This design comes from an exercise in tuning for small area, a short achievable clock period and few clock cycles per item on the open sky130 flow, not from production work. The RTL was checked by simulation tests, not by an equivalence proof against the original design. Power is estimated from default activity; no workload was simulated.

## design/flow/flow/run.sh

```bash
#!/bin/bash
# Layout flow: the standard ORFS flow (standard synthesis, floorplan,
# placement, CTS, routing, finish) with the constraint file unchanged, but
# with repair_timing told to keep a setup margin of 6.5 ns, so that the
# resizer works the paths down towards a 3.5 ns period instead of stopping
# as soon as the 10 ns constraint is met, and with larger clock sink
# clusters (25 sinks, 100 um) so the clock tree needs fewer buffers.
# make's full output goes to flow_make.log here; ORFS keeps each step's own
# log under orfs/logs/.
set -euo pipefail
bash standard.sh SETUP_SLACK_MARGIN=6.5 CTS_CLUSTER_SIZE=25 CTS_CLUSTER_DIAMETER=100 finish > flow_make.log 2>&1
```

## design/flow/standard.sh

```bash
#!/bin/bash
# synth_recipe.tcl (not shown) runs the flow's synth.tcl, then flattens the netlist and writes it again
# the make line also repeats each setting of config.mk as NAME=value (left out here)
make -C /OpenROAD-flow-scripts/flow DESIGN_CONFIG=/design/flow/config.mk WORK_HOME=/design/flow/orfs CLKGATE_MAP_FILE= SYNTH_SCRIPT=/design/flow/synth_recipe.tcl "${@:-finish}"
```

## design/flow/config.mk

```make
export PLATFORM = sky130hd
export DESIGN_NAME = rs_decoder
export DESIGN_NICKNAME = rs_decoder
export VERILOG_FILES = /design/flow/design.v
export SDC_FILE = /design/flow/constraint.sdc
export NUM_CORES = 4
export LEC_CHECK = 0
export CAP_MARGIN = 20
export CORE_MARGIN = 2
export CORE_UTILIZATION = 40
export SLEW_MARGIN = 20
export SYNTH_MEMORY_MAX_BITS = 4096
```

## design/flow/constraint.sdc

```tcl
create_clock -name core_clock -period 10.0 [get_ports {clk}]
set_input_delay 2.0000 -clock core_clock [delete_from_list [all_inputs] [get_ports {clk}]]
set_output_delay 2.0000 -clock core_clock [all_outputs]
set_load 0.01 [all_outputs]
```

## design/flow/design.v

```verilog
module rs_decoder (
  input  wire       clk,
  input  wire       rst,
  input  wire [7:0] cfg_n,
  input  wire [4:0] cfg_r,
  input  wire       in_valid,
  output wire       in_ready,
  input  wire [7:0] in_data,
  output wire       out_valid,
  input  wire       out_ready,
  output wire [7:0] out_data,
  output wire       out_last,
  output wire       out_err,
  output wire [3:0] out_nerr
);
  localparam integer CAP = 256;    
  localparam integer PL  = 8;      
  function automatic [7:0] gf_mul(input [7:0] a, input [7:0] b);
    reg [7:0] p;
    reg [7:0] x;
    integer i;
    begin
      p = 8'h00;
      x = a;
      for (i = 0; i < 8; i = i + 1) begin
        if (b[i]) p = p ^ x;
        x = {x[6:0], 1'b0} ^ (x[7] ? 8'h1d : 8'h00);
      end
      gf_mul = p;
    end
  endfunction
  function automatic [7:0] gf_pow(input integer e);
    integer i, m;
    reg [7:0] v;
    begin
      m = e % 255;
      if (m < 0) m = m + 255;
      v = 8'h01;
      for (i = 0; i < m; i = i + 1)
        v = {v[6:0], 1'b0} ^ (v[7] ? 8'h1d : 8'h00);
      gf_pow = v;
    end
  endfunction
  function automatic [7:0] gf_inv(input [7:0] a);
    case (a)
      8'h00: gf_inv = 8'h00;
      8'h01: gf_inv = 8'h01;
      8'h02: gf_inv = 8'h8e;
      8'h03: gf_inv = 8'hf4;
      8'h04: gf_inv = 8'h47;
      8'h05: gf_inv = 8'ha7;
      8'h06: gf_inv = 8'h7a;
      8'h07: gf_inv = 8'hba;
      8'h08: gf_inv = 8'had;
      8'h09: gf_inv = 8'h9d;
      8'h0a: gf_inv = 8'hdd;
      8'h0b: gf_inv = 8'h98;
      8'h0c: gf_inv = 8'h3d;
      8'h0d: gf_inv = 8'haa;
      8'h0e: gf_inv = 8'h5d;
      8'h0f: gf_inv = 8'h96;
      8'h10: gf_inv = 8'hd8;
      8'h11: gf_inv = 8'h72;
      8'h12: gf_inv = 8'hc0;
      8'h13: gf_inv = 8'h58;
      8'h14: gf_inv = 8'he0;
      8'h15: gf_inv = 8'h3e;
      8'h16: gf_inv = 8'h4c;
      8'h17: gf_inv = 8'h66;
      8'h18: gf_inv = 8'h90;
      8'h19: gf_inv = 8'hde;
      8'h1a: gf_inv = 8'h55;
      8'h1b: gf_inv = 8'h80;
      8'h1c: gf_inv = 8'ha0;
      8'h1d: gf_inv = 8'h83;
      8'h1e: gf_inv = 8'h4b;
      8'h1f: gf_inv = 8'h2a;
      8'h20: gf_inv = 8'h6c;
      8'h21: gf_inv = 8'hed;
      8'h22: gf_inv = 8'h39;
      8'h23: gf_inv = 8'h51;
      8'h24: gf_inv = 8'h60;
      8'h25: gf_inv = 8'h56;
      8'h26: gf_inv = 8'h2c;
      8'h27: gf_inv = 8'h8a;
      8'h28: gf_inv = 8'h70;
      8'h29: gf_inv = 8'hd0;
      8'h2a: gf_inv = 8'h1f;
      8'h2b: gf_inv = 8'h4a;
      8'h2c: gf_inv = 8'h26;
      8'h2d: gf_inv = 8'h8b;
      8'h2e: gf_inv = 8'h33;
      8'h2f: gf_inv = 8'h6e;
      8'h30: gf_inv = 8'h48;
      8'h31: gf_inv = 8'h89;
      8'h32: gf_inv = 8'h6f;
      8'h33: gf_inv = 8'h2e;
      8'h34: gf_inv = 8'ha4;
      8'h35: gf_inv = 8'hc3;
      8'h36: gf_inv = 8'h40;
      8'h37: gf_inv = 8'h5e;
      8'h38: gf_inv = 8'h50;
      8'h39: gf_inv = 8'h22;
      8'h3a: gf_inv = 8'hcf;
      8'h3b: gf_inv = 8'ha9;
      8'h3c: gf_inv = 8'hab;
      8'h3d: gf_inv = 8'h0c;
      8'h3e: gf_inv = 8'h15;
      8'h3f: gf_inv = 8'he1;
      8'h40: gf_inv = 8'h36;
      8'h41: gf_inv = 8'h5f;
      8'h42: gf_inv = 8'hf8;
      8'h43: gf_inv = 8'hd5;
      8'h44: gf_inv = 8'h92;
      8'h45: gf_inv = 8'h4e;
      8'h46: gf_inv = 8'ha6;
      8'h47: gf_inv = 8'h04;
      8'h48: gf_inv = 8'h30;
      8'h49: gf_inv = 8'h88;
      8'h4a: gf_inv = 8'h2b;
      8'h4b: gf_inv = 8'h1e;
      8'h4c: gf_inv = 8'h16;
      8'h4d: gf_inv = 8'h67;
      8'h4e: gf_inv = 8'h45;
      8'h4f: gf_inv = 8'h93;
      8'h50: gf_inv = 8'h38;
      8'h51: gf_inv = 8'h23;
      8'h52: gf_inv = 8'h68;
      8'h53: gf_inv = 8'h8c;
      8'h54: gf_inv = 8'h81;
      8'h55: gf_inv = 8'h1a;
      8'h56: gf_inv = 8'h25;
      8'h57: gf_inv = 8'h61;
      8'h58: gf_inv = 8'h13;
      8'h59: gf_inv = 8'hc1;
      8'h5a: gf_inv = 8'hcb;
      8'h5b: gf_inv = 8'h63;
      8'h5c: gf_inv = 8'h97;
      8'h5d: gf_inv = 8'h0e;
      8'h5e: gf_inv = 8'h37;
      8'h5f: gf_inv = 8'h41;
      8'h60: gf_inv = 8'h24;
      8'h61: gf_inv = 8'h57;
      8'h62: gf_inv = 8'hca;
      8'h63: gf_inv = 8'h5b;
      8'h64: gf_inv = 8'hb9;
      8'h65: gf_inv = 8'hc4;
      8'h66: gf_inv = 8'h17;
      8'h67: gf_inv = 8'h4d;
      8'h68: gf_inv = 8'h52;
      8'h69: gf_inv = 8'h8d;
      8'h6a: gf_inv = 8'hef;
      8'h6b: gf_inv = 8'hb3;
      8'h6c: gf_inv = 8'h20;
      8'h6d: gf_inv = 8'hec;
      8'h6e: gf_inv = 8'h2f;
      8'h6f: gf_inv = 8'h32;
      8'h70: gf_inv = 8'h28;
      8'h71: gf_inv = 8'hd1;
      8'h72: gf_inv = 8'h11;
      8'h73: gf_inv = 8'hd9;
      8'h74: gf_inv = 8'he9;
      8'h75: gf_inv = 8'hfb;
      8'h76: gf_inv = 8'hda;
      8'h77: gf_inv = 8'h79;
      8'h78: gf_inv = 8'hdb;
      8'h79: gf_inv = 8'h77;
      8'h7a: gf_inv = 8'h06;
      8'h7b: gf_inv = 8'hbb;
      8'h7c: gf_inv = 8'h84;
      8'h7d: gf_inv = 8'hcd;
      8'h7e: gf_inv = 8'hfe;
      8'h7f: gf_inv = 8'hfc;
      8'h80: gf_inv = 8'h1b;
      8'h81: gf_inv = 8'h54;
      8'h82: gf_inv = 8'ha1;
      8'h83: gf_inv = 8'h1d;
      8'h84: gf_inv = 8'h7c;
      8'h85: gf_inv = 8'hcc;
      8'h86: gf_inv = 8'he4;
      8'h87: gf_inv = 8'hb0;
      8'h88: gf_inv = 8'h49;
      8'h89: gf_inv = 8'h31;
      8'h8a: gf_inv = 8'h27;
      8'h8b: gf_inv = 8'h2d;
      8'h8c: gf_inv = 8'h53;
      8'h8d: gf_inv = 8'h69;
      8'h8e: gf_inv = 8'h02;
      8'h8f: gf_inv = 8'hf5;
      8'h90: gf_inv = 8'h18;
      8'h91: gf_inv = 8'hdf;
      8'h92: gf_inv = 8'h44;
      8'h93: gf_inv = 8'h4f;
      8'h94: gf_inv = 8'h9b;
      8'h95: gf_inv = 8'hbc;
      8'h96: gf_inv = 8'h0f;
      8'h97: gf_inv = 8'h5c;
      8'h98: gf_inv = 8'h0b;
      8'h99: gf_inv = 8'hdc;
      8'h9a: gf_inv = 8'hbd;
      8'h9b: gf_inv = 8'h94;
      8'h9c: gf_inv = 8'hac;
      8'h9d: gf_inv = 8'h09;
      8'h9e: gf_inv = 8'hc7;
      8'h9f: gf_inv = 8'ha2;
      8'ha0: gf_inv = 8'h1c;
      8'ha1: gf_inv = 8'h82;
      8'ha2: gf_inv = 8'h9f;
      8'ha3: gf_inv = 8'hc6;
      8'ha4: gf_inv = 8'h34;
      8'ha5: gf_inv = 8'hc2;
      8'ha6: gf_inv = 8'h46;
      8'ha7: gf_inv = 8'h05;
      8'ha8: gf_inv = 8'hce;
      8'ha9: gf_inv = 8'h3b;
      8'haa: gf_inv = 8'h0d;
      8'hab: gf_inv = 8'h3c;
      8'hac: gf_inv = 8'h9c;
      8'had: gf_inv = 8'h08;
      8'hae: gf_inv = 8'hbe;
      8'haf: gf_inv = 8'hb7;
      8'hb0: gf_inv = 8'h87;
      8'hb1: gf_inv = 8'he5;
      8'hb2: gf_inv = 8'hee;
      8'hb3: gf_inv = 8'h6b;
      8'hb4: gf_inv = 8'heb;
      8'hb5: gf_inv = 8'hf2;
      8'hb6: gf_inv = 8'hbf;
      8'hb7: gf_inv = 8'haf;
      8'hb8: gf_inv = 8'hc5;
      8'hb9: gf_inv = 8'h64;
      8'hba: gf_inv = 8'h07;
      8'hbb: gf_inv = 8'h7b;
      8'hbc: gf_inv = 8'h95;
      8'hbd: gf_inv = 8'h9a;
      8'hbe: gf_inv = 8'hae;
      8'hbf: gf_inv = 8'hb6;
      8'hc0: gf_inv = 8'h12;
      8'hc1: gf_inv = 8'h59;
      8'hc2: gf_inv = 8'ha5;
      8'hc3: gf_inv = 8'h35;
      8'hc4: gf_inv = 8'h65;
      8'hc5: gf_inv = 8'hb8;
      8'hc6: gf_inv = 8'ha3;
      8'hc7: gf_inv = 8'h9e;
      8'hc8: gf_inv = 8'hd2;
      8'hc9: gf_inv = 8'hf7;
      8'hca: gf_inv = 8'h62;
      8'hcb: gf_inv = 8'h5a;
      8'hcc: gf_inv = 8'h85;
      8'hcd: gf_inv = 8'h7d;
      8'hce: gf_inv = 8'ha8;
      8'hcf: gf_inv = 8'h3a;
      8'hd0: gf_inv = 8'h29;
      8'hd1: gf_inv = 8'h71;
      8'hd2: gf_inv = 8'hc8;
      8'hd3: gf_inv = 8'hf6;
      8'hd4: gf_inv = 8'hf9;
      8'hd5: gf_inv = 8'h43;
      8'hd6: gf_inv = 8'hd7;
      8'hd7: gf_inv = 8'hd6;
      8'hd8: gf_inv = 8'h10;
      8'hd9: gf_inv = 8'h73;
      8'hda: gf_inv = 8'h76;
      8'hdb: gf_inv = 8'h78;
      8'hdc: gf_inv = 8'h99;
      8'hdd: gf_inv = 8'h0a;
      8'hde: gf_inv = 8'h19;
      8'hdf: gf_inv = 8'h91;
      8'he0: gf_inv = 8'h14;
      8'he1: gf_inv = 8'h3f;
      8'he2: gf_inv = 8'he6;
      8'he3: gf_inv = 8'hf0;
      8'he4: gf_inv = 8'h86;
      8'he5: gf_inv = 8'hb1;
      8'he6: gf_inv = 8'he2;
      8'he7: gf_inv = 8'hf1;
      8'he8: gf_inv = 8'hfa;
      8'he9: gf_inv = 8'h74;
      8'hea: gf_inv = 8'hf3;
      8'heb: gf_inv = 8'hb4;
      8'hec: gf_inv = 8'h6d;
      8'hed: gf_inv = 8'h21;
      8'hee: gf_inv = 8'hb2;
      8'hef: gf_inv = 8'h6a;
      8'hf0: gf_inv = 8'he3;
      8'hf1: gf_inv = 8'he7;
      8'hf2: gf_inv = 8'hb5;
      8'hf3: gf_inv = 8'hea;
      8'hf4: gf_inv = 8'h03;
      8'hf5: gf_inv = 8'h8f;
      8'hf6: gf_inv = 8'hd3;
      8'hf7: gf_inv = 8'hc9;
      8'hf8: gf_inv = 8'h42;
      8'hf9: gf_inv = 8'hd4;
      8'hfa: gf_inv = 8'he8;
      8'hfb: gf_inv = 8'h75;
      8'hfc: gf_inv = 8'h7f;
      8'hfd: gf_inv = 8'hff;
      8'hfe: gf_inv = 8'h7e;
      8'hff: gf_inv = 8'hfd;
      default: gf_inv = 8'h00;
    endcase
  endfunction
  integer i, j;
  reg rst_q;
  always @(posedge clk) rst_q <= rst;
  wire rs  = rst_q;             
  wire rsf = rst | rst_q;       
  reg        in_ready_r;     
  reg        rdy_f, rdy_n;   
  assign in_ready = in_ready_r;
  wire       in_fire = in_valid & (rdy_f | rdy_n);
  reg  [7:0] icnt;           
  reg  [7:0] in_n;
  reg  [4:0] in_r;
  reg        in_last_nx;     
  reg        in_msg_nx;      
  wire [7:0] in_k = in_n - {3'd0, in_r};
  reg        d1_v, d1_first, d1_last, d1_msg, d1_w;
  reg  [7:0] d1_data;
  always @(posedge clk) begin
    d1_data <= in_data;
    if (rs) begin
      icnt  <= 8'd0;
      d1_v  <= 1'b0;
      d1_w  <= 1'b0;
      in_last_nx <= 1'b0;
      in_msg_nx  <= 1'b1;
    end else begin
      d1_v <= in_fire;
      d1_w <= in_fire && ((icnt == 8'd0) || in_msg_nx);
      if (in_fire) begin
        d1_first <= (icnt == 8'd0);
        d1_last  <= (icnt != 8'd0) && in_last_nx;
        d1_msg   <= (icnt == 8'd0) || in_msg_nx;
        if (icnt == 8'd0) begin
          in_n <= cfg_n;
          in_r <= cfg_r;
          icnt <= 8'd1;
          in_last_nx <= 1'b0;
          in_msg_nx  <= 1'b1;
        end else begin
          icnt <= in_last_nx ? 8'd0 : icnt + 8'd1;
          in_last_nx <= (icnt + 8'd2 == in_n);
          in_msg_nx  <= (icnt + 8'd1 < in_k);
        end
      end
    end
  end
  reg [CAP-1:0] mbuf [0:7];
  reg [8:0]     occ;
  reg [7:0]     rtap;
  wire          buf_wr = d1_w;
  wire          buf_rd;                     
  reg  [7:0]    buf_q;
  always @(posedge clk)
    if (buf_wr)
      for (i = 0; i < 8; i = i + 1)
        mbuf[i] <= {mbuf[i][CAP-2:0], d1_data[i]};
  reg [15:0] rlo, rhi;
  reg [15:0] rgrp [0:7];
  always @* begin
    for (j = 0; j < 16; j = j + 1) begin
      rlo[j] = (rtap[3:0] == j);
      rhi[j] = (rtap[7:4] == j);
    end
    for (i = 0; i < 8; i = i + 1) begin
      for (j = 0; j < 16; j = j + 1)
        rgrp[i][j] = |(mbuf[i][16*j +: 16] & rlo);
      buf_q[i] = |(rgrp[i] & rhi);
    end
  end
  wire [8:0] occ_nx = occ + {8'd0, buf_wr} - {8'd0, buf_rd};
  wire [7:0] tap_d  = (buf_wr & ~buf_rd) ? 8'h01 : (~buf_wr & buf_rd) ? 8'hff : 8'h00;
  always @(posedge clk) begin
    if (rs) begin
      occ <= 9'd0;
      rtap <= 8'hff;
    end else begin
      occ <= occ_nx;
      rtap <= rtap + tap_d;
    end
  end
  reg [7:0] acc [0:15];
  reg       syn_full;                  
  reg [7:0] syn_n;
  reg [4:0] syn_r;
  wire      bm_take;
  reg [7:0] acc_nx [0:15];
  reg       acc_zero;                  
  always @* begin
    acc_zero = 1'b1;
    for (i = 0; i < 16; i = i + 1) begin
      acc_nx[i] = (d1_first ? 8'h00 : gf_mul(acc[i], gf_pow(i))) ^ d1_data;
      if (acc[i] != 8'h00) acc_zero = 1'b0;
    end
  end
  always @(posedge clk) begin
    if (d1_v) begin
      for (i = 0; i < 16; i = i + 1)
        acc[i] <= acc_nx[i];
    end
    if (d1_v && d1_last) begin
      syn_n <= in_n;
      syn_r <= in_r;
    end
    if (rs) syn_full <= 1'b0;
    else if (d1_v && d1_last) syn_full <= 1'b1;
    else if (bm_take) syn_full <= 1'b0;
  end
  localparam [2:0] B_IDLE = 3'd0, B_A1 = 3'd1, B_A2 = 3'd2, B_B1 = 3'd3,
                   B_B2 = 3'd4, B_ROT = 3'd5, B_OMG = 3'd6, B_CHK = 3'd7;
  reg  [2:0] bst;
  reg  [7:0] sr  [0:15];    
  reg  [7:0] lam [1:8];     
  reg  [7:0] bh  [1:8];     
  reg  [7:0] pr  [1:8];     
  reg  [7:0] s0r;           
  reg  [7:0] dd;            
  reg  [7:0] dinv;
  reg        repl;          
  reg        lastit;        
  reg  [4:0] bl;            
  reg  [4:0] bn;            
  reg  [3:0] boff;          
  reg  [7:0] b_n;
  reg  [4:0] b_r;
  reg  [4:0] b_rm1;         
  reg        b_zero;        
  reg  [8:1] m_ls;          
  reg        m_s;           
  reg        m_l;           
  reg        m_i;           
  reg        b_bad;         
  wire [3:0] b_t = b_r[4:1];
  assign bm_take = (bst == B_IDLE) && syn_full;
  wire chien_idle;
  wire bm_xfer;             
  reg  [7:0] mprod [1:8];
  reg  [7:0] psum;
  always @* begin
    psum = s0r;
    for (j = 1; j <= 8; j = j + 1) begin
      mprod[j] = gf_mul(m_l ? lam[j] : bh[j],
                        m_s ? (sr[j] & {8{m_ls[j]}}) : (m_i ? dinv : dd));
      psum = psum ^ pr[j];
    end
  end
  wire b_easy  = b_zero || b_bad;
  reg  dz;                  
  reg  om_last, om_v;       
  reg  [2:0] om_idx;
  wire b_rot   = (bst == B_A2) ||
                 (bst == B_OMG && !om_last) ||
                 (bst == B_ROT && boff != 4'd0 && !b_easy);
  assign bm_xfer = (bst == B_ROT) && (boff == 4'd0 || b_easy) && chien_idle;
  reg [2:0] bst_nx;
  always @* begin
    bst_nx = bst;
    case (bst)
      B_IDLE: if (syn_full) bst_nx = B_CHK;
      B_CHK:  bst_nx = b_zero ? B_ROT : B_A1;
      B_A1:   bst_nx = B_A2;
      B_A2:   bst_nx = B_B1;
      B_B1:   bst_nx = !dz ? B_B2 : (lastit ? B_ROT : B_A1);
      B_B2:   bst_nx = lastit ? B_ROT : B_A1;
      B_ROT:  if (bm_xfer) bst_nx = b_easy ? B_IDLE : B_OMG;
      B_OMG:  if (om_last) bst_nx = B_IDLE;
      default: bst_nx = B_IDLE;
    endcase
  end
  always @(posedge clk) begin
    if (bm_take) begin
      sr[0] <= acc[0];
      for (i = 1; i < 16; i = i + 1)
        sr[i] <= acc[16 - i];
    end else if (b_rot) begin
      sr[0] <= sr[15];
      for (i = 1; i < 16; i = i + 1)
        sr[i] <= sr[i - 1];
    end
  end
  always @(posedge clk) begin
    for (j = 1; j <= 8; j = j + 1)
      pr[j] <= mprod[j];
    s0r  <= sr[0];
    dinv <= gf_inv(dd);
    b_bad  <= (bl > {1'b0, b_t});
    om_idx <= bn[2:0];
    if (rs) begin
      bst  <= B_IDLE;
      m_ls <= 8'h00;
      om_v    <= 1'b0;
      om_last <= 1'b0;
      m_s  <= 1'b0;
      m_l  <= 1'b0;
      m_i  <= 1'b0;
    end else begin
      bst  <= bst_nx;
      m_s  <= (bst_nx == B_A1) || (bst_nx == B_OMG);
      m_l  <= (bst_nx == B_A1) || (bst_nx == B_OMG) || (bst_nx == B_B2);
      m_i  <= (bst_nx == B_B2);
      om_v    <= (bst_nx == B_OMG) && (bst == B_OMG);
      om_last <= (bst_nx == B_OMG) && (bst == B_OMG) && (bn + 5'd1 == {1'b0, b_t});
      for (j = 1; j <= 8; j = j + 1)
        m_ls[j] <= (bst_nx == B_A1) ||
                   (bst_nx == B_OMG && bst == B_OMG && j <= bn + 5'd1);
      case (bst)
        B_IDLE: if (syn_full) begin
          b_n   <= syn_n;
          b_r   <= syn_r;
          b_rm1 <= syn_r - 5'd1;
          bn    <= 5'd0;
          bl    <= 5'd0;
          boff  <= 4'd0;
          for (i = 1; i <= 8; i = i + 1) begin
            lam[i] <= 8'h00;
            bh[i]  <= (i == 1) ? 8'h01 : 8'h00;
          end
          b_zero <= acc_zero;
        end
        B_CHK: ;
        B_A2: begin
          dd     <= psum;
          dz     <= (psum == 8'h00);
          repl   <= ({bl, 1'b0} <= {1'b0, bn});
          lastit <= (bn == b_rm1);
          boff   <= boff + 4'd1;
          bn     <= bn + 5'd1;
        end
        B_B1: begin
          if (dz) begin
            bh[1] <= 8'h00;
            for (i = 2; i <= 8; i = i + 1)
              bh[i] <= bh[i - 1];
          end
        end
        B_B2: begin
          for (i = 1; i <= 8; i = i + 1)
            lam[i] <= lam[i] ^ pr[i];
          if (repl) begin
            bh[1] <= dinv;
            for (i = 2; i <= 8; i = i + 1)
              bh[i] <= mprod[i - 1];
            bl <= bn - bl;
          end else begin
            bh[1] <= 8'h00;
            for (i = 2; i <= 8; i = i + 1)
              bh[i] <= bh[i - 1];
          end
        end
        B_ROT: begin
          if (boff != 4'd0 && !b_easy)
            boff <= boff + 4'd1;
          bn <= 5'd0;
        end
        B_OMG: begin
          bn <= bn + 5'd1;
        end
        default: ;
      endcase
    end
  end
  localparam [3:0] C_IDLE = 4'b0001, C_FILL = 4'b0010, C_SCAN = 4'b0100, C_DONE = 4'b1000;
  reg  [3:0] cst;           
  reg  [7:0] cl [1:8];      
  reg  [7:0] co [0:7];      
  reg  [7:0] c_k;
  reg  [4:0] c_l;           
  reg  [3:0] c_t;
  reg        c_easy;        
  reg        c_ok;
  reg  [8:0] c_pos;         
  reg  [3:0] c_cnt;         
  reg  [7:0] c_ls [0:PL-1];   
  reg  [7:0] c_lt [0:PL-1];   
  reg        c_lv;          
  reg  [PL-1:0] c_lm;       
  reg  [PL-1:0] c_hit;      
  reg        c_end1, c_end2, c_end3, c_end4;
  reg  [3:0] c_hs;          
  reg  [3:0] c_pre;         
  wire       c_xfer;        
  assign chien_idle = cst[0];
  reg [7:0] lsum [0:PL-1];
  reg [7:0] ltop [0:PL-1];
  always @* begin
    for (j = 0; j < PL; j = j + 1) begin
      lsum[j] = 8'h01;
      ltop[j] = 8'h00;
      for (i = 1; i <= 4; i = i + 1)
        lsum[j] = lsum[j] ^ gf_mul(cl[i], gf_pow(-i * j));
      for (i = 5; i <= 8; i = i + 1)
        ltop[j] = ltop[j] ^ gf_mul(cl[i], gf_pow(-i * j));
    end
  end
  reg [3:0] hitsum;
  always @* begin
    hitsum = 4'd0;
    for (j = 0; j < PL; j = j + 1)
      hitsum = hitsum + {3'd0, c_hit[j]};
  end
  wire       scan_end = c_pos[8] || (c_pos[7:0] < PL);
  always @(posedge clk) begin
    for (j = 0; j < PL; j = j + 1)
      c_ls[j] <= lsum[j];
    for (j = 0; j < PL; j = j + 1)
      c_lt[j] <= ltop[j];
    for (j = 0; j < PL; j = j + 1)
      c_hit[j] <= c_lv && (c_ls[j] == c_lt[j]) && c_lm[j];
    c_hs <= hitsum;
    if (rs) begin
      cst <= C_IDLE;
    end else begin
      case (1'b1)
        cst[0]: if (bm_xfer) begin
          for (i = 1; i <= 8; i = i + 1) cl[i] <= lam[i];
          for (i = 0; i < 8; i = i + 1)  co[i] <= 8'h00;
          c_k    <= b_n - {3'd0, b_r};
          c_l    <= b_zero ? 5'd0 : bl;
          c_t    <= b_t;
          c_easy <= b_easy;
          c_ok   <= b_zero;
          c_pos  <= {1'b0, b_n} - 9'd1;
          c_cnt  <= 4'd0;
          c_lv   <= 1'b0;
          c_end1 <= 1'b0;
          c_end2 <= 1'b0;
          c_end3 <= 1'b0;
          c_end4 <= 1'b0;
          c_pre  <= 4'd0;
          cst    <= b_easy ? C_DONE : C_FILL;
        end
        cst[1]: begin
          if (om_v) co[om_idx] <= psum;
          if (om_last) cst <= C_SCAN;
        end
        cst[2]: begin
          c_lv  <= !c_end1;
          c_cnt <= c_cnt + c_hs;
          if (!c_end1) begin
            for (i = 1; i <= 8; i = i + 1) cl[i] <= gf_mul(cl[i], gf_pow(-PL * i));
            for (i = 1; i < 8; i = i + 1)  co[i] <= gf_mul(co[i], gf_pow(-PL * i));
            for (j = 0; j < PL; j = j + 1)
              c_lm[j] <= !c_pos[8] && (c_pos[7:0] >= j);
            c_pos <= c_pos - PL;
            if (scan_end) begin
              c_end1 <= 1'b1;
              c_pre  <= PL - c_pos[3:0];
            end
          end
          c_end2 <= c_end1;
          c_end3 <= c_end2;
          c_end4 <= c_end3;
          if (c_end4) begin
            c_ok <= (c_l <= {1'b0, c_t}) && ({1'b0, c_cnt} == c_l);
            cst  <= C_DONE;
          end
        end
        cst[3]: begin
          if (c_xfer) cst <= C_IDLE;
          else if (c_pre != 4'd0) begin
            for (i = 1; i <= 8; i = i + 1) cl[i] <= gf_mul(cl[i], gf_pow(i));
            for (i = 1; i < 8; i = i + 1)  co[i] <= gf_mul(co[i], gf_pow(i));
            c_pre <= c_pre - 4'd1;
          end
        end
        default: cst <= C_IDLE;
      endcase
    end
  end
  reg  [7:0] ol [1:8];
  reg  [7:0] oo [0:7];
  reg        o_act;
  reg  [7:0] o_k;           
  reg        o_k1;          
  reg        o_ok;
  reg  [3:0] o_nerr;
  reg  [3:0] o_pre;
  reg        o_pz;          
  reg        o_fix;         
  reg        o_iss;         
  reg        s1_v, s1_last, s1_fix, s1_zero;
  reg  [7:0] s1_d, s1_odd, s1_om;
  reg        s1_err;
  reg  [3:0] s1_nerr;
  reg        s2_v, s2_last, s2_fix;
  reg  [7:0] s2_d, s2_inv, s2_om;
  reg        s2_err;
  reg  [3:0] s2_nerr;
  reg  [2:0] f_cnt;         
  wire       o_pop;
  wire o_issue = o_iss;
  assign buf_rd = o_issue;
  wire o_step  = o_act && (!o_pz || o_issue);
  assign c_xfer = cst[3] && (!o_act || (o_issue && o_k1));
  reg [7:0] o_lsum, o_lodd, o_osum;
  always @* begin
    o_lsum = 8'h01;
    o_lodd = 8'h00;
    o_osum = oo[0];
    for (i = 1; i <= 8; i = i + 1) begin
      o_lsum = o_lsum ^ ol[i];
      if (i % 2 == 1) o_lodd = o_lodd ^ ol[i];
    end
    for (i = 1; i < 8; i = i + 1)
      o_osum = o_osum ^ oo[i];
  end
  always @(posedge clk) begin
    if (c_xfer) begin
      for (i = 1; i <= 8; i = i + 1) ol[i] <= cl[i];
      for (i = 0; i < 8; i = i + 1)  oo[i] <= co[i];
    end else if (o_step) begin
      for (i = 1; i <= 8; i = i + 1) ol[i] <= gf_mul(ol[i], gf_pow(i));
      for (i = 1; i < 8; i = i + 1)  oo[i] <= gf_mul(oo[i], gf_pow(i));
    end
  end
  reg o_act_nx, o_pz_nx;
  always @* begin
    o_act_nx = o_act;
    o_pz_nx  = o_pz;
    if (c_xfer) begin
      o_act_nx = 1'b1;
      o_pz_nx  = !(c_ok && !c_easy) || c_pre == 4'd0;
    end else if (o_act) begin
      if (!o_pz) o_pz_nx = (o_pre == 4'd1);
      if (o_issue && o_k1) o_act_nx = 1'b0;
    end
  end
  wire [3:0] o_inflight = {1'b0, f_cnt} + {3'd0, s2_v} + {3'd0, s1_v} + {3'd0, o_issue};
  always @(posedge clk) begin
    if (rs) begin
      o_act <= 1'b0;
      o_iss <= 1'b0;
      s1_v  <= 1'b0;
      s2_v  <= 1'b0;
    end else begin
      o_act <= o_act_nx;
      o_pz  <= o_pz_nx;
      o_iss <= o_act_nx && o_pz_nx && (o_pop ? (o_inflight <= 4'd4) : (o_inflight <= 4'd3));
      if (c_xfer) begin
        o_k    <= c_k;
        o_k1   <= 1'b0;
        o_ok   <= c_ok;
        o_nerr <= c_ok ? c_l[3:0] : 4'd0;
        o_fix  <= c_ok && !c_easy;
        o_pre  <= (c_ok && !c_easy) ? c_pre : 4'd0;
      end else if (o_act) begin
        if (!o_pz) o_pre <= o_pre - 4'd1;
        if (o_issue) begin
          o_k  <= o_k - 8'd1;
          o_k1 <= (o_k == 8'd2);
        end
      end
      s1_v <= o_issue;
      s2_v <= s1_v;
    end
    s1_d    <= buf_q;
    s1_last <= o_k1;
    s1_fix  <= o_fix;
    s1_zero <= (o_lsum == 8'h00);
    s1_odd  <= o_lodd;
    s1_om   <= o_osum;
    s1_err  <= !o_ok;
    s1_nerr <= o_nerr;
    s2_d    <= s1_d;
    s2_last <= s1_last;
    s2_fix  <= s1_fix && s1_zero;
    s2_inv  <= gf_inv(s1_odd);
    s2_om   <= s1_om;
    s2_err  <= s1_err;
    s2_nerr <= s1_nerr;
  end
  wire [7:0]  s2_out = s2_d ^ (s2_fix ? gf_mul(s2_om, s2_inv) : 8'h00);
  wire [13:0] s2_ent = {s2_nerr, s2_err, s2_last, s2_out};
  reg [13:0] fq [0:3];
  reg        fv;
  assign o_pop     = (f_cnt != 3'd0) && out_ready;
  assign out_valid = fv;
  assign out_data  = fq[0][7:0];
  assign out_last  = fq[0][8];
  assign out_err   = fq[0][9];
  assign out_nerr  = fq[0][13:10];
  wire       f_keep = !out_ready && !(s2_v && f_cnt == 3'd0);
  reg [13:0] fq_pop [0:3];
  reg [13:0] fq_hold [0:3];
  always @* begin
    for (i = 0; i < 4; i = i + 1) begin
      fq_hold[i] = (s2_v && f_cnt == i) ? s2_ent : fq[i];
      fq_pop[i]  = (s2_v && (f_cnt == i + 1 || (f_cnt == 3'd0 && i == 0))) ? s2_ent :
                   ((i < 3) ? fq[(i + 1) % 4] : fq[i]);
    end
  end
  always @(posedge clk) begin
    fq[0] <= (fq[0] & {14{f_keep}}) | ((out_ready ? fq_pop[0] : s2_ent) & {14{!f_keep}});
    for (i = 1; i < 4; i = i + 1)
      fq[i] <= out_ready ? fq_pop[i] : fq_hold[i];
    if (rsf)
      fv <= 1'b0;
    else
      fv <= o_pop ? (f_cnt + {2'b00, s2_v} != 3'd1) : (f_cnt != 3'd0 || s2_v);
    if (rs)
      f_cnt <= 3'd0;
    else
      f_cnt <= f_cnt + {2'b00, s2_v} - {2'b00, o_pop};
  end
  wire       next_first = in_fire ? (icnt != 8'd0 && in_last_nx) : (icnt == 8'd0);
  wire       bm_idle_nx = (bst_nx == B_IDLE) && !(bst == B_IDLE && syn_full);
  always @(posedge clk) begin
    if (rsf) begin
      in_ready_r <= 1'b0;
      rdy_f      <= 1'b0;
      rdy_n      <= 1'b0;
    end else begin
      in_ready_r <= (occ <= CAP - 3) && (!next_first || bm_idle_nx);
      rdy_f      <= (occ <= CAP - 3) && next_first && bm_idle_nx;
      rdy_n      <= (occ <= CAP - 3) && !next_first;
    end
  end
endmodule
```

==> reports/results.txt, run 1 <==
Status -> no timing/DRC/antenna violations
Final wirelength -> 513000 um
Drt initial violations -> 16.1k
Element type at the critical path start -> flip-flop
Area leader, netlist -> edfxtp_1
CP endpoint -> s1_d[0]
Max frequency -> 278 MHz
Worst r2r dst -> s1_d[0]
Port-buffer cells -> 40
Final hold viol count -> 0
Crit share post-route -> 36.0%
Beginning of the critical path -> rtap[3]
DR pass1 iterations -> 6
CTS tree -> done
Drc violations -> 0
Die Ht -> 631 um
Kind of critical path -> reg -> reg
Gpl congestion -> 0.938
Peak supply drop -> 0.436 mV
Via count -> 104k
Synth area leaders -> edfxtp_1, xnor2_1, dfxtp_1, xor2_1, a22oi_1
Share of cells above drive strength 1 -> 9.55%
CTS max path bufs -> 4
Max-Cap Viols -> 0
Total grt overflow -> 0
Final min period -> 3.60 ns
Area occupied by registers -> 93700 um2
Normalized max-slew margin -> 13.8%
Clk_skew -> 0.0995 ns
Most common cell in the synthesized netlist -> edfxtp_1
CP max-delay cell -> or4_1
Pleak -> 50.4 nW
TritonCTS Buffers -> 164
H-tree Lvls -> 4
Synth Warn # -> 20
Fin nets -> 12.4k
Initial antenna violation count -> 29
Synth top area share -> 54.9%
Clock transition at path regs -> 0.11 ns
Die area -> 398000 um2
I/O pin cnt -> 41
Setup violators final -> 0
Worst R2R Start -> rtap[3]
Worst path max stage delay -> 0.51 ns
Register area share after synthesis -> 59.6%
# rows -> 230
Worst Path Required -> 10.83 ns
Mapped Cells -> 12.4k
Fillers -> 35.7k
Slew @ Worst Pin -> 1.29 ns
Starting density of the core -> 40.1%
Crit path max fanout -> 17
Hold wc startpoint -> s1_om[2]
Vias in the first global route -> 97.4k
Arrival time of the worst setup path -> 4.42 ns
Commonest cells post-synth -> edfxtp_1, xnor2_1, nand2_1
Ys async rst share -> 0%
Post-synth EDFFs -> 2871
Final instance area -> 171000 um2
Die W -> 631 um
Synthesized cell area -> 157000 um2
Via-to-Cell Ratio -> 5.92
First-pass GRT wire length -> 728000 um
Placed Area -> 164000 um2
Synth Register Bits -> 3242
Worst Setup End Kind -> flip-flop
Worst-Skew Late Latency -> 0.95 ns
RSZ-0062 raised after global routing -> yes
Worst Hold Path Cells -> 0
Net Count, Synth -> 12.5k
Reg2reg setup slack -> 6.40 ns
Core ar. -> 392000 um2
Sink Count -> 3242
Reg2Reg Depth -> 13
Pin count of the biggest net entering global routing -> 185
HP Class -> reg -> reg
Multi-input gate area -> 60600 um2
Setup TNS Final -> 0 ns
Ys flop type -> edfxtp_1
CP Cell Sequence -> buf_4, nand2_8, buf_12, nor2_4, buf_6, buf_8, a222oi_1, o21ai_0, a21oi_1, nand4_1, a21oi_2, nand3_1, or4_1
Syn-to-layout area delta -> 8.67%
DP HPWL -> 335000 um
Netlist cell types -> 95
Pwr per Cell Area -> 303 nW/um2
DRT antenna net count -> 0
Total GRT Usage -> 24.9%
Slew Viols, Final -> 0
Root Buffer -> clkbuf_16
Avg Synthesized Cell Area -> 12.7 um2
Hold Buf Count CTS -> 0
WL/cell -> 29.2 um
[routing by layer]
metal / GRT usage (%) / wire length (um) / vias up
met5: 0 / 90 / -
met4: 8.62 / 21400 / 14
met3: 4.30 / 54500 / 889
met2: 37.4 / 223000 / 5969
met1: 36.3 / 214000 / 51956
li1: - / - / 44977
[final cells by class]
cell class,instances,share of cell area [%]
timing repair inverter,1,0.00293
tap,5220,3.83
antenna,11,0.0161
sequential,3242,54.9
inverter,188,0.428
clock buffer,242,2.63
clock inverter,37,0.317
multi-input combinational,8209,35.5
timing repair buffer,398,2.33
[kinds of logic (layout without fill, tap and decap cells)]
| group | count (synthesis) | after routing | synth area share [%] |
|---|---|---|---|
| DFF | 3242 | 3242 | 59.6 |
| xor gates and xnor gates | 2719 | 2719 | 15.4 |
| muxes | 523 | 523 | 3.94 |
| AOI/OAI and AO/OA | 2446 | 2446 | 10.9 |
| and+or+nand+nor | 2384 | 2385 | 6.63 |
| adders and majority gates | 136 | 136 | 1.14 |
| buffers and inverters | 926 | 866 | 2.40 |
| other | 0 | 11 | 0 |
[critical path: cells and delay by family (launching register included)]
kind	cells	cell delay [ns]
buf+inv	4	0.90
flops	1	0.43
simple gates	5	1.17
compound gates	4	0.84
[layout by cell type (no fill, tap or decap), types with 76 or more instances in the layout]
master     netlist  routed
a21oi_1        407     380
nor2_1         809     765
nor3_1         107      97
mux2i_1        197     194
xnor2_1       1937    1931
nand2_1        902     892
a22oi_1        477     476
buf_4           14     266
a221oi_1       139     138
clkbuf_16        0     170
nand3_1        162     161
a222oi_1       108     108
o211ai_1        78      78
xor2_1         743     742
edfxtp_1      2871    2871
mux2_2         258     258
dfxtp_1        371     354
o21ai_0        490     458
inv_1          178     169
a22o_1         229     229
nand4_1         76      76
ha_1           124     118
[timing repair]
item	CTS	global route
resized for setup	231	88
pin swaps	6	6
endpoints found under the setup margin	886	671
cloned	9	2
buffers inserted	32	28
[flip-flops by register name (all words and copies together) (netlist names), 42 cells and up, named ones only]
signal  flops
mbuf     2048
acc       128
sr        128
bh         64
c_ls       64
c_lt       64
cl         64
co         64
lam        64
ol         64
oo         64
pr         64
fq         42
[metrics by stage]
step	setup slack [ns]	utilization, %	power [W]	hold slack [ns]	std cells
2_1_floorplan	-6.86	-	0.0354	0.310	12376
3_3_place_gp	4.86	41.8	0.0430	0.312	17186
3_5_place_dp	4.83	41.8	0.0430	0.312	17187
4_1_cts	6.25	43.4	0.0512	0.334	17507
5_1_grt	6.33	43.6	0.0538	0.347	17538
6_report	6.40	43.6	0.0517	0.331	17548
[how the worst min path moves through the flow]
| stage | to | slack [ns] |
|---|---|---|
| detailed placement | s2_om[0] | 0.31 |
| CTS | s2_om[2] | 0.33 |
| floorplan | s2_d[0] | 0.31 |
| global placement | s2_om[1] | 0.31 |
| global route | s2_om[1] | 0.35 |
| finish | s2_om[2] | 0.33 |
[where the power goes]
group | internal (W) | leakage, nW | switching, W
registers | 0.0167 | 23.5 | 0.00146
logic | 0.00981 | 24.5 | 0.0157
clock network | 0.00329 | 2.40 | 0.00459
Testbench counts, summed over its fixed seeds: cycles 43,031, items 256.
==> run 2: changes to the inputs <==
--- a/design/flow/design.v
+++ b/design/flow/design.v
@@ -362,8 +362,4 @@
   reg [15:0] rgrp [0:7];
   always @* begin
-    for (j = 0; j < 16; j = j + 1) begin
-      rlo[j] = (rtap[3:0] == j);
-      rhi[j] = (rtap[7:4] == j);
-    end
     for (i = 0; i < 8; i = i + 1) begin
       for (j = 0; j < 16; j = j + 1)
@@ -374,11 +370,14 @@
   wire [8:0] occ_nx = occ + {8'd0, buf_wr} - {8'd0, buf_rd};
   wire [7:0] tap_d  = (buf_wr & ~buf_rd) ? 8'h01 : (~buf_wr & buf_rd) ? 8'hff : 8'h00;
+  wire [7:0] tap_nx = rs ? 8'hff : rtap + tap_d;
   always @(posedge clk) begin
-    if (rs) begin
+    if (rs)
       occ <= 9'd0;
-      rtap <= 8'hff;
-    end else begin
+    else
       occ <= occ_nx;
-      rtap <= rtap + tap_d;
+    rtap <= tap_nx;
+    for (j = 0; j < 16; j = j + 1) begin
+      rlo[j] <= (tap_nx[3:0] == j);
+      rhi[j] <= (tap_nx[7:4] == j);
     end
   end
@@ -449,5 +448,5 @@
   end
   wire b_easy  = b_zero || b_bad;
-  reg  dz;                  
+  wire dz = (psum == 8'h00);   
   reg  om_last, om_v;       
   reg  [2:0] om_idx;
@@ -463,6 +462,6 @@
       B_CHK:  bst_nx = b_zero ? B_ROT : B_A1;
       B_A1:   bst_nx = B_A2;
-      B_A2:   bst_nx = B_B1;
-      B_B1:   bst_nx = !dz ? B_B2 : (lastit ? B_ROT : B_A1);
+      B_A2:   bst_nx = !dz ? B_B1 : ((bn == b_rm1) ? B_ROT : B_A1);
+      B_B1:   bst_nx = B_B2;
       B_B2:   bst_nx = lastit ? B_ROT : B_A1;
       B_ROT:  if (bm_xfer) bst_nx = b_easy ? B_IDLE : B_OMG;
@@ -524,5 +523,9 @@
         B_A2: begin
           dd     <= psum;
-          dz     <= (psum == 8'h00);
+          if (dz) begin
+            bh[1] <= 8'h00;
+            for (i = 2; i <= 8; i = i + 1)
+              bh[i] <= bh[i - 1];
+          end
           repl   <= ({bl, 1'b0} <= {1'b0, bn});
           lastit <= (bn == b_rm1);
@@ -531,9 +534,4 @@
         end
         B_B1: begin
-          if (dz) begin
-            bh[1] <= 8'h00;
-            for (i = 2; i <= 8; i = i + 1)
-              bh[i] <= bh[i - 1];
-          end
         end
         B_B2: begin
@@ -776,12 +774,12 @@
   wire [13:0] s2_ent = {s2_nerr, s2_err, s2_last, s2_out};
   reg [13:0] fq [0:3];
+  reg [13:0] oq;
   reg        fv;
   assign o_pop     = (f_cnt != 3'd0) && out_ready;
   assign out_valid = fv;
-  assign out_data  = fq[0][7:0];
-  assign out_last  = fq[0][8];
-  assign out_err   = fq[0][9];
-  assign out_nerr  = fq[0][13:10];
-  wire       f_keep = !out_ready && !(s2_v && f_cnt == 3'd0);
+  assign out_data  = oq[7:0];
+  assign out_last  = oq[8];
+  assign out_err   = oq[9];
+  assign out_nerr  = oq[13:10];
   reg [13:0] fq_pop [0:3];
   reg [13:0] fq_hold [0:3];
@@ -794,6 +792,6 @@
   end
   always @(posedge clk) begin
-    fq[0] <= (fq[0] & {14{f_keep}}) | ((out_ready ? fq_pop[0] : s2_ent) & {14{!f_keep}});
-    for (i = 1; i < 4; i = i + 1)
+    oq <= out_ready ? fq_pop[0] : ((f_cnt == 3'd0) ? s2_ent : fq[0]);
+    for (i = 0; i < 4; i = i + 1)
       fq[i] <= out_ready ? fq_pop[i] : fq_hold[i];
     if (rsf)
==> run 2 against run 1 <==
Routed wire length is 10% lower. Via count shrank 3.8%. Fmax increased by 1.4%. Global-route usage down 2.7 points.
==> reports/results.txt, run 2 <==
Status -> no timing/DRC/antenna violations
Setup TNS Final -> 0 ns (unchanged)
Post-synth EDFFs -> 2870 (-0.035%)
Max frequency -> 282 MHz (+1.4%)
Netlist cell types -> 89 (-6.3%)
Synth Register Bits -> 3287 (+1.4%)
Final instance area -> 170000 um2 (-0.64%)
Clk_skew -> 0.104 ns (+0.00464 ns)
Fin Hold WS -> 0.329 ns (-0.00206 ns)
Die Ht -> 631 um (+0.12%)
CTS tree -> done
Grt met3 use -> 2.69% (-1.6 points)
Peak supply drop -> 0.398 mV (-8.6%)
Die area -> 399000 um2 (+0.24%)
Drt initial violations -> 12.4k (-23%)
Multi-input gate area -> 59600 um2 (-1.7%)
GR Util met2 -> 34.0% (-3.4 points)
Hold Buf Count CTS -> 0 (unchanged)
Starting density of the core -> 40.2% (+0.069 points)
Clock transition at path regs -> 0.10 ns (about the same)
M1 GR Usage -> 33.5% (-2.7 points)
Fillers -> 35.9k (+0.69%)
Synth area leaders -> edfxtp_1, xnor2_1, dfxtp_1, xor2_1, a22o_1
Root Buffer -> clkbuf_16
Synthesized cell area -> 157000 um2 (+0.25%)
Die W -> 631 um (+0.12%)
Largest register FFs -> 2048 (unchanged)
Max-Cap Viols -> 0 (unchanged)
Element type at the critical path start -> flip-flop
Worst path max stage delay -> 0.97 ns (+0.46 ns)
Commonest cells post-synth -> edfxtp_1, xnor2_1, nand2_1
Net Count, Synth -> 12.4k (-1.4%)
Placed Area -> 163000 um2 (-0.26%)
DP HPWL -> 294000 um (-12%)
# rows -> 230 (unchanged)
Slew Viols, Final -> 0 (unchanged)
DRT antenna net count -> 0 (unchanged)
Total grt overflow -> 0 (unchanged)
Most frequent cells in the layout -> edfxtp_1, xnor2_1, nand2_1
Port-buffer cells -> 40 (unchanged)
Share of cells above drive strength 1 -> 7.65% (-1.9 points)
Pleak -> 49.8 nW (-1.3%)
RSZ-0062 raised after global routing -> yes
Total GRT Usage -> 22.2% (-2.7 points)
CP max-delay cell -> nor4_1
Worst Setup End Kind -> flip-flop
Fin nets -> 12.1k (-2.3%)
Setup violators final -> 0 (unchanged)
Sink Count -> 3287 (+1.4%)
Delay-heaviest family, CP -> simple AND/OR/NAND/NOR gates
Synth Warn # -> 20 (unchanged)
Normalized max-slew margin -> 17.4% (+3.5 points)
CTS max path bufs -> 4 (unchanged)
Via count -> 99.9k (-3.8%)
Pwr per Cell Area -> 280 nW/um2 (-7.5%)
Ys flop type -> edfxtp_1
Most common cell in the synthesized netlist -> edfxtp_1
Register area share after synthesis -> 60.1% (+0.42 points)
Final min period -> 3.55 ns (-0.0486 ns)
Crit path max fanout -> 5 (-12)
Mapped Cells -> 12.2k (-1.4%)
Core ar. -> 392000 um2 (about the same)
Kind of critical path -> reg -> reg
Final hold viol count -> 0 (unchanged)
Placed insts -> 16.9k (-1.5%)
H-tree Lvls -> 4 (unchanged)
Sum of buffers and inverters on the critical path -> 0 (-4)
Area occupied by registers -> 94600 um2 (+1.0%)
Avg Synthesized Cell Area -> 12.9 um2 (+1.7%)
WL/cell -> 26.6 um (-9.1%)
Gpl congestion -> 0.949 (+1.2%)
Via-to-Cell Ratio -> 5.78 (-2.2%)
TritonCTS Buffers -> 168 (+2.4%)
Worst-Skew Late Latency -> 0.94 ns (about the same)
HP Class -> reg -> reg
Leading cell type in the layout, fill and taps excluded -> edfxtp_1
Worst Path Required -> 10.55 ns (-0.28 ns)
Initial antenna violation count -> 28 (-3.4%)
Area leader, netlist -> edfxtp_1
Vias in the first global route -> 94.7k (-2.8%)
I/O pin cnt -> 41 (unchanged)
GR peak layer -> met2
Final wirelength -> 459000 um (-10%)
Synth top area share -> 54.8% (-0.15 points)
Syn-to-layout area delta -> 7.71%
Drc violations -> 0 (unchanged)
Arrival time of the worst setup path -> 4.10 ns (-0.32 ns)
Slew @ Worst Pin -> 1.24 ns (-0.0535 ns)
CP Cell Sequence -> nor4_1, nand4_1, or4_1, nor4_2
Post-layout util -> 43.3% (-0.31 points)
First-pass GRT wire length -> 665000 um (-8.6%)
Top reg by flops -> mbuf
Final non-filler cell total -> 17.3k (-1.6%)
Pin count of the biggest net entering global routing -> 190 (+2.7%)
DR pass1 iterations -> 6 (unchanged)
Regs by FF count -> mbuf x2048, acc x128, sr x128
Crit share post-route -> 35.5% (-0.49 points)
Ys async rst share -> 0% (unchanged)
==> run 2: metrics by stage <==
step	setup WS (ns)	total power (W)
after floorplan	-6.90	0.0332
after global placement	5.29	0.0391
after detailed placement	5.21	0.0391
after CTS	6.41	0.0474
after global routing	6.45	0.0497
final	6.45	0.0475
==> run 2: cell families (layout without fill, tap and decap cells) <==
group	Yosys count	after routing	synth area share (%)
flops	3287	3287	60.1
xor+xnor	2670	2670	15.6
compound gates	2427	2427	11.1
simple gates	2330	2330	6.65
buf+inv	943	781	2.36
mux	409	409	3.07
fa+ha+maj	137	137	1.15
other cells	0	9	0
==> run 2: routing by layer <==
metal | vias up | wire, um
li1 | 44345 | -
met1 | 50481 | 205000
met2 | 4457 | 204000
met3 | 596 | 37900
met4 | 10 | 11900
met5 | - | 62
==> run 2: worst reg2reg max path, cell delays in order, from the launching register on <==
cell and delay (ns):
edfxtp_1 0.53, nor4_1 0.97, nand4_1 0.32, or4_1 0.57, nor4_2 0.83
==> run 2: worst paths after layout <==
path                                start       to  slack, ns  cells past startpoint
worst max-delay path            acc[2][6]   b_zero       6.45                      4
worst min-delay path              s1_d[0]  s2_d[0]       0.33                      0
worst max register to register  acc[2][6]   b_zero       6.45                      4
worst min register to register    s1_d[0]  s2_d[0]       0.33                      0
==> run 2: area by class of cell <==
| class | count | share of cell area, % |
|---|---|---|
| flip-flops and latches | 3287 | 55.8 |
| multi-input cells | 7973 | 35.2 |
| well taps | 5220 | 3.85 |
| clock buffers | 253 | 2.74 |
| repair buffers | 299 | 1.60 |
| inverters | 185 | 0.420 |
| clock inverters | 44 | 0.384 |
| diodes | 9 | 0.0133 |
==> run 2: report_power, final <==
part	internal, W	switching (W)
registers	0.0166	0.00159
logic	0.00894	0.0122
clock network	0.00342	0.00468
==> run 2: what timing repair did <==
action                                  in CTS  in global routing
endpoints found under the setup margin    1445                760
gates cloned                                 2                  2
setup buffers                               10                 24
gates resized for setup                    147                 33
pin swaps                                    2                  0
Testbench counts of run 2, summed over its fixed seeds: cycles 42,566, items 256.
==> run 3: changes to the inputs <==
--- a/design/flow/design.v
+++ b/design/flow/design.v
@@ -362,4 +362,8 @@
   reg [15:0] rgrp [0:7];
   always @* begin
+    for (j = 0; j < 16; j = j + 1) begin
+      rlo[j] = (rtap[3:0] == j);
+      rhi[j] = (rtap[7:4] == j);
+    end
     for (i = 0; i < 8; i = i + 1) begin
       for (j = 0; j < 16; j = j + 1)
@@ -370,14 +374,11 @@
   wire [8:0] occ_nx = occ + {8'd0, buf_wr} - {8'd0, buf_rd};
   wire [7:0] tap_d  = (buf_wr & ~buf_rd) ? 8'h01 : (~buf_wr & buf_rd) ? 8'hff : 8'h00;
-  wire [7:0] tap_nx = rs ? 8'hff : rtap + tap_d;
   always @(posedge clk) begin
-    if (rs)
+    if (rs) begin
       occ <= 9'd0;
-    else
+      rtap <= 8'hff;
+    end else begin
       occ <= occ_nx;
-    rtap <= tap_nx;
-    for (j = 0; j < 16; j = j + 1) begin
-      rlo[j] <= (tap_nx[3:0] == j);
-      rhi[j] <= (tap_nx[7:4] == j);
+      rtap <= rtap + tap_d;
     end
   end
==> design/flow/flow/run.sh (replaced) <==
#!/bin/bash
# Layout flow: the standard ORFS flow (standard synthesis, floorplan,
# placement, CTS, routing, finish) with the constraint file unchanged, and
# these settings:
#  - repair_timing keeps a setup margin of 6.5 ns, so the resizer works the
#    paths down towards a 3.5 ns period instead of stopping as soon as the
#    10 ns constraint is met;
#  - clock sinks clustered in groups of up to 25 within 100 um, so the clock
#    tree needs fewer buffers;
#  - 55% core utilisation, for shorter wires.
# make's full output goes to flow_make.log here; ORFS keeps each step's own
# log under orfs/logs/.
set -euo pipefail
bash standard.sh SETUP_SLACK_MARGIN=6.5 CTS_CLUSTER_SIZE=25 CTS_CLUSTER_DIAMETER=100 \
  CORE_UTILIZATION=55 finish > flow_make.log 2>&1
==> run 3 against run 2 <==
Still clean on timing, DRC and antenna. Critical path depth increased by 8. Die area down 27%. Clock-buffer cell count is 2 lower. Non-clock buffer count grew 207. Via count rose by 9.0%. Sequential share of layout area fell by 0.83 points. Combinational power rose by 17%. Area after synthesis up 0.11%. Synthesized cell count is 4.9% higher.
==> reports/results.txt, run 3 <==
Via count -> 109k (+9.0%)
Post-synth EDFFs -> 2870 (unchanged)
CTS max path bufs -> 4 (unchanged)
Sequential Power Share -> 35.6% (-2.7 points)
Pin count of the biggest net entering global routing -> 209 (+10%)
Ys async rst share -> 0% (unchanged)
Worst Path Required -> 10.72 ns (+0.17 ns)
Mapped Cells -> 12.8k (+4.9%)
Netlist cell types -> 96 (+7.9%)
Compound-Gate Fraction of Synth Area -> 11.1% (+0.018 points)
Reg2Reg Depth -> 12 (+8)
Synth Warn # -> 20 (unchanged)
Worst R2R Start -> rtap[0]
Pleak -> 51.8 nW (+4.0%)
Net Count, Synth -> 13.0k (+4.8%)
Slew @ Worst Pin -> 1.28 ns (+0.0408 ns)
HP Class -> reg -> reg
Most common cell in the synthesized netlist -> edfxtp_1
Drt initial violations -> 17.6k (+42%)
Crit path max fanout -> 20 (+15)
Max-Cap Viols -> 0 (unchanged)
Int Pwr -> 0.0290 W (+0.17%)
Gpl congestion -> 0.956 (+0.70%)
Root Buffer -> clkbuf_16
Final wirelength -> 543000 um (+18%)
Vias in the first global route -> 103k (+8.9%)
Hold endpoint -> s2_nerr[3]
Starting density of the core -> 55.3% (+15 points)
Final hold viol count -> 0 (unchanged)
Top reg by flops -> mbuf
Clock transition at path regs -> 0.10 ns (about the same)
Area leader, netlist -> edfxtp_1
Hold wc startpoint -> s1_nerr[3]
Leading cell type in the layout, fill and taps excluded -> edfxtp_1
Total grt overflow -> 0 (unchanged)
TritonCTS Buffers -> 157 (-6.5%)
Kind of critical path -> reg -> reg
Clock power frac -> 15.1% (-2.0 points)
Worst Hold Path Cells -> 0 (unchanged)
Synth top area share -> 54.7% (-0.062 points)
DRT antenna net count -> 0 (unchanged)
Synth area leaders -> edfxtp_1, xnor2_1, dfxtp_1, xor2_1, nand2_1
Adder-cell share of the synthesized area -> 1.16% (+0.015 points)
Reg2reg setup slack -> 6.38 ns (-0.07 ns)
DR pass1 iterations -> 10 (+4)
Largest family of logic cells by synthesized area -> XOR/XNOR gates
Clk_skew -> 0.109 ns (+0.00446 ns)
Normalized max-slew margin -> 14.5% (-2.8 points)
Mux share of post-synthesis cell area -> 2.63% (-0.44 points)
Sink Count -> 3255 (-0.97%)
Die area -> 291000 um2 (-27%)
Setup violators final -> 0 (unchanged)
Most frequent cells in the layout -> edfxtp_1, xnor2_1, nand2_1
Register area share after synthesis -> 59.6% (-0.47 points)
Switching share of total power -> 42.1% (+3.0 points)
Largest register FFs -> 2048 (unchanged)
Pwr per Cell Area -> 293 nW/um2 (+4.6%)
RSZ-0062 raised after global routing -> no
Comb power frac -> 49.3% (+4.7 points)
WL/cell -> 32.7 um (+23%)
Initial antenna violation count -> 40 (+43%)
First-pass GRT wire length -> 760000 um (+14%)
Synthesized cell area -> 158000 um2 (+0.11%)
Simple-Gate Fraction of Synth Area -> 7.68% (+1.0 points)
Peak supply drop -> 0.345 mV (-13%)
Fin nets -> 12.8k (+6.4%)
Element type at the critical path start -> flip-flop
Worst Setup End Kind -> flip-flop
Core ar. -> 285000 um2 (-27%)
Arrival time of the worst setup path -> 4.35 ns (+0.25 ns)
Max frequency -> 276 MHz (-2.0%)
Final non-filler cell total -> 16.6k (-3.9%)
Post-synthesis xor/xnor area fraction -> 15.4% (-0.23 points)
Hold Buf Count CTS -> 0 (unchanged)
Worst Slack Setup Final -> 6.38 ns (-0.0724 ns)
Die W -> 539 um (-15%)
Die Ht -> 539 um (-15%)
Port-buffer cells -> 40 (unchanged)
Synth Register Bits -> 3255 (-0.97%)
Worst slack, placed -> 4.53 ns (-0.681 ns)
DP HPWL -> 356000 um (+21%)
Ys flop type -> edfxtp_1
Via-to-Cell Ratio -> 6.56 (+13%)
Worst-Skew Late Latency -> 0.95 ns (about the same)
Worst r2r dst -> s1_d[4]
CTS tree -> done
Total GRT Usage -> 36.0% (+14 points)
Sw power -> 0.0210 W (+14%)
Final min period -> 3.62 ns (+0.0724 ns)
Power, Total -> 0.0500 W (+5.4%)
Setup TNS Final -> 0 ns (unchanged)
I/O pin cnt -> 41 (unchanged)
Crit share post-route -> 36.2% (+0.72 points)
# rows -> 196 (-15%)
Regs by FF count -> mbuf x2048, acc x128, sr x128
H-tree Lvls -> 4 (unchanged)
Share of cells above drive strength 1 -> 8.84% (+1.2 points)
Avg Synthesized Cell Area -> 12.3 um2 (-4.5%)
Placed insts -> 16.1k (-4.8%)
Drc violations -> 0 (unchanged)
Syn-to-layout area delta -> 8.42%
Status -> no timing/DRC/antenna violations
Commonest cells post-synth -> edfxtp_1, xnor2_1, nand2_1
Slew Viols, Final -> 0 (unchanged)
==> run 3: layout make-up <==
type / instances / area [um2]
sequential: 3255 / 93900
clock inverter: 25 / 320
antenna: 39 / 97.6
inverter: 173 / 661
timing repair buffer: 506 / 5570
multi-input combinational: 8589 / 61100
clock buffer: 251 / 4370
timing repair inverter: 1 / 5.00
tap: 3762 / 4710
fill: 22683 / 114000
==> run 3: power groups by stage <==
| stage | clock (W) | combinational, W | sequential (W) |
|---|---|---|---|
| 2_1_floorplan | 0 | 0.0157 | 0.0179 |
| 3_3_place_gp | 0 | 0.0231 | 0.0181 |
| 3_5_place_dp | 0 | 0.0232 | 0.0182 |
| 4_1_cts | 0.00762 | 0.0239 | 0.0178 |
| 5_1_grt | 0.00805 | 0.0260 | 0.0179 |
| 6_report | 0.00756 | 0.0247 | 0.0178 |
==> run 3: logic make-up (layout without fill, tap and decap cells) <==
kind of cell,count (synthesis),count (layout)
other cells,0,39
xor+xnor,2733,2733
compound gates,2539,2539
flops,3255,3255
mux,349,349
buf+inv,959,956
simple gates,2825,2829
fa+ha+maj,139,139
==> run 3: how the worst max path moves through the flow <==
stage / end / startpoint
after detailed placement: s1_d[4] / rtap[2]
after global routing: s1_d[6] / rtap[2]
final: s1_d[4] / rtap[0]
after CTS: co[6][4] / o_k1
after floorplan: occ[8] / d1_w
after global placement: s1_d[4] / rtap[3]
==> run 3: per-layer routing <==
metal  vias to the layer above  track usage (%)  wire length, um  share of wire, %
met5                         -                0              147             0.027
met4                        20             16.3            30500               5.6
li1                      46251                -                -                 -
met1                     54109             49.5           206000                38
met2                      7267             55.3           242000                45
met3                      1276             7.14            63900                12
==> run 3: metrics by stage <==
stage / hold WS, ns / instance area [um2] / utilization, %
3_5_place_dp: 0.312 / 162000 / 57.0
3_3_place_gp: 0.311 / 162000 / 57.0
4_1_cts: 0.328 / 169000 / 59.4
6_report: 0.329 / 171000 / 59.9
2_1_floorplan: 0.310 / 158000 / -
5_1_grt: 0.338 / 171000 / 59.9
==> run 3: worst max-delay path, cell delays in order (launching register included) <==
cell	delay (ns)
dfxtp_4	0.50
buf_12	0.15
buf_16	0.16
buf_12	0.13
nor4_2	0.06
buf_6	0.20
buf_16	0.22
a222oi_1	0.43
o221ai_2	0.24
o21ai_4	0.30
nand3_1	0.16
a2111oi_4	0.52
nand4_1	0.23
==> run 3: timing repair <==
action	in CTS	in global routing
gates cloned	17	17
hold endpoints to repair	0	0
buffers inserted	60	72
endpoints found under the setup margin	1027	749
pin swaps	16	38
resized for setup	303	137
Testbench counts of run 3, summed over its fixed seeds: cycles 42,566, items 256.
==> run 4: changes to the inputs <==
==> design/flow/flow/run.sh (replaced) <==
#!/bin/bash
# Layout flow: the standard ORFS flow (standard synthesis, floorplan,
# placement, CTS, routing, finish) with the constraint file unchanged, and
# these settings:
#  - repair_timing keeps a setup margin of 6.6 ns, so the resizer works the
#    paths down towards a 3.4 ns period instead of stopping as soon as the
#    10 ns constraint is met;
#  - clock sinks clustered in groups of up to 25 within 100 um, so the clock
#    tree needs fewer buffers;
#  - 60% core utilisation, for shorter wires.
# make's full output goes to flow_make.log here; ORFS keeps each step's own
# log under orfs/logs/.
set -euo pipefail
bash standard.sh SETUP_SLACK_MARGIN=6.6 CTS_CLUSTER_SIZE=25 CTS_CLUSTER_DIAMETER=100 \
  CORE_UTILIZATION=60 finish > flow_make.log 2>&1
==> run 4 against run 3 <==
Still clean on timing, DRC and antenna. Non-clock buffer count shrank 41. Sequential cell count did not move. Critical path depth decreased by 1. Largest power group unchanged. Register-to-register slack worse by 0.07 ns. Largest cell class unchanged. Die area decreased by 8.3%. Critical endpoint is now s1_d[0].
==> reports/results.txt, run 4 <==
TritonCTS Buffers -> 162 (+3.2%)
DRT antenna net count -> 0 (unchanged)
Placed insts -> 15.9k (-1.6%)
Clock transition at path regs -> 0.10 ns (about the same)
Top reg by flops -> mbuf
Slew Viols, Final -> 0 (unchanged)
Syn-to-layout area delta -> 7.87%
Crit share post-route -> 36.9% (+0.71 points)
Largest register FFs -> 2048 (unchanged)
Arrival time of the worst setup path -> 4.51 ns (+0.16 ns)
Adder-cell share of the synthesized area -> 1.16% (unchanged)
Regs by FF count -> mbuf x2048, acc x128, sr x128
Sink Count -> 3255 (unchanged)
Worst Slack Setup Final -> 6.31 ns (-0.0712 ns)
Final instance area -> 170000 um2 (-0.50%)
Vias in the first global route -> 102k (-0.70%)
Synth Warn # -> 20 (unchanged)
Pleak -> 51.4 nW (-0.75%)
Via count -> 108k (-0.74%)
Synth top area share -> 54.7% (unchanged)
Sum of buffers and inverters on the critical path -> 4 (-1)
Compound-Gate Fraction of Synth Area -> 11.1% (unchanged)
RSZ-0062 raised after global routing -> yes
Fin nets -> 12.8k (-0.28%)
Commonest cells post-synth -> edfxtp_1, xnor2_1, nand2_1
Multi-input gate area -> 61200 um2 (+0.13%)
Drc violations -> 0 (unchanged)
Setup violators final -> 0 (unchanged)
Die W -> 516 um (-4.2%)
Most frequent cells in the layout -> edfxtp_1, xnor2_1, nand2_1
HP Class -> reg -> reg
Kind of critical path -> reg -> reg
Slew @ Worst Pin -> 1.35 ns (+0.0735 ns)
Root Buffer -> clkbuf_16
Fin Hold WS -> 0.331 ns (+0.00109 ns)
Area leader, netlist -> edfxtp_1
Pwr per Cell Area -> 292 nW/um2 (-0.28%)
Via-to-Cell Ratio -> 6.63 (+1.1%)
Max-Cap Viols -> 0 (unchanged)
Net Count, Synth -> 13.0k (unchanged)
Initial antenna violation count -> 38 (-5.0%)
Avg Synthesized Cell Area -> 12.3 um2 (unchanged)
Worst-Skew Late Latency -> 0.94 ns (about the same)
Total GRT Usage -> 38.1% (+2.1 points)
Pin count of the biggest net entering global routing -> 182 (-13%)
Synth Register Bits -> 3255 (unchanged)
CTS tree -> done
Gpl congestion -> 0.987 (+3.2%)
Core ar. -> 262000 um2 (-8.1%)
Fillers -> 19.6k (-13%)
I/O pin cnt -> 41 (unchanged)
Setup TNS Final -> 0 ns (unchanged)
Worst Path Required -> 10.82 ns (+0.10 ns)
Delay-heaviest family, CP -> compound AO/OA/AOI/OAI gates
Synthesized cell area -> 158000 um2 (unchanged)
Port-buffer cells -> 40 (unchanged)
Register area share after synthesis -> 59.6% (unchanged)
Leading cell type in the layout, fill and taps excluded -> edfxtp_1
Post-synthesis xor/xnor area fraction -> 15.4% (unchanged)
Mapped Cells -> 12.8k (unchanged)
Status -> no timing/DRC/antenna violations
Final non-filler cell total -> 16.3k (-1.8%)
CP max-delay cell -> a222oi_1
Worst Setup End Kind -> flip-flop
Max frequency -> 271 MHz (-1.9%)
Netlist cell types -> 96 (unchanged)
Mux share of post-synthesis cell area -> 2.63% (unchanged)
Post-synth EDFFs -> 2870 (unchanged)
Final hold viol count -> 0 (unchanged)
Peak supply drop -> 0.463 mV (+34%)
Ys flop type -> edfxtp_1
## run 4: layout make-up
type / instances / share of cell area, %
clock buffer: 255 / 2.63
tap: 3515 / 2.59
timing repair buffer: 465 / 2.87
sequential: 3255 / 55.3
antenna: 28 / 0.0412
multi-input combinational: 8590 / 36.0
inverter: 173 / 0.394
clock inverter: 24 / 0.173
## run 4: cell families after synthesis
logic type	count (synthesis)
adders and majority gates	139
DFF	3255
buffers and inverters	959
and+or+nand+nor	2825
muxes	349
xor gates and xnor gates	2733
AOI/OAI and AO/OA	2539
## run 4: per-layer routing
layer	vias to the layer above	GRT usage (%)	wire length, um
met2	7098	57.0	229000
met5	-	0	207
met3	1411	9.24	64400
met4	32	19.7	33600
met1	53421	51.7	194000
li1	46156	-	-
## run 4: repair_timing
action	CTS	global route
gates cloned	14	9
endpoints found under the setup margin	1119	926
pin swaps	16	20
buffers inserted	47	72
resized for setup	313	161
## run 4: worst register-to-register path, stage by stage (launching register included)
cell	delay, ns
dfxtp_4	0.45
buf_12	0.25
clkinv_1	0.16
buf_12	0.16
nor2_4	0.13
buf_12	0.22
a22o_1	0.29
a222oi_1	0.87
o21ai_2	0.25
a211oi_4	0.36
o2111ai_2	0.16
or3_1	0.35
## run 4: per-stage QoR
stage	total power, W	util, %
floorplan	0.0337	-
global placement	0.0406	61.8
detailed placement	0.0409	61.9
CTS	0.0488	64.3
global route	0.0515	64.9
finish	0.0497	64.9
## run 4: where the power goes
| part | switching, W | total (W) | leakage (nW) | internal (W) |
|---|---|---|---|---|
| logic | 0.0148 | 0.0242 | 25.6 | 0.00938 |
| registers | 0.00145 | 0.0179 | 23.5 | 0.0165 |
| clock network | 0.00441 | 0.00758 | 2.28 | 0.00316 |
## run 4: worst paths after layout
check	startpoint	to	slack, ns	cells past startpoint
max reg2reg	rtap[0]	s1_d[0]	6.31	11
min reg2reg	s1_om[4]	s2_om[4]	0.33	0
max	rtap[0]	s1_d[0]	6.31	11
min	s1_om[4]	s2_om[4]	0.33	0

==> what the ideal ports hide <==
In the flow no input, the clock included, has a driving cell. The finished layouts below were timed again as built, in two steps. Step 1 assumes that a clkbuf_16 drives the clock port and a buf_2 every other input. Step 2 also shifts input and output timing later by t, the mid clock arrival at the registers, as if the neighbouring blocks saw the same clock. Slacks: ideal / step 1 / step 2; pairs: ideal / step 1.
run | t, ns | setup WS [ns]
run 1 | 1.006 | 6.402 / 6.301 / 5.800
run 2 | 1.006 | 6.450 / 6.398 / 5.745
run 3 | 0.983 | 6.378 / 6.378 / 5.759
run 4 | 0.981 | 6.307 / 6.307 / 5.908
After both steps every run listed still meets setup and hold.
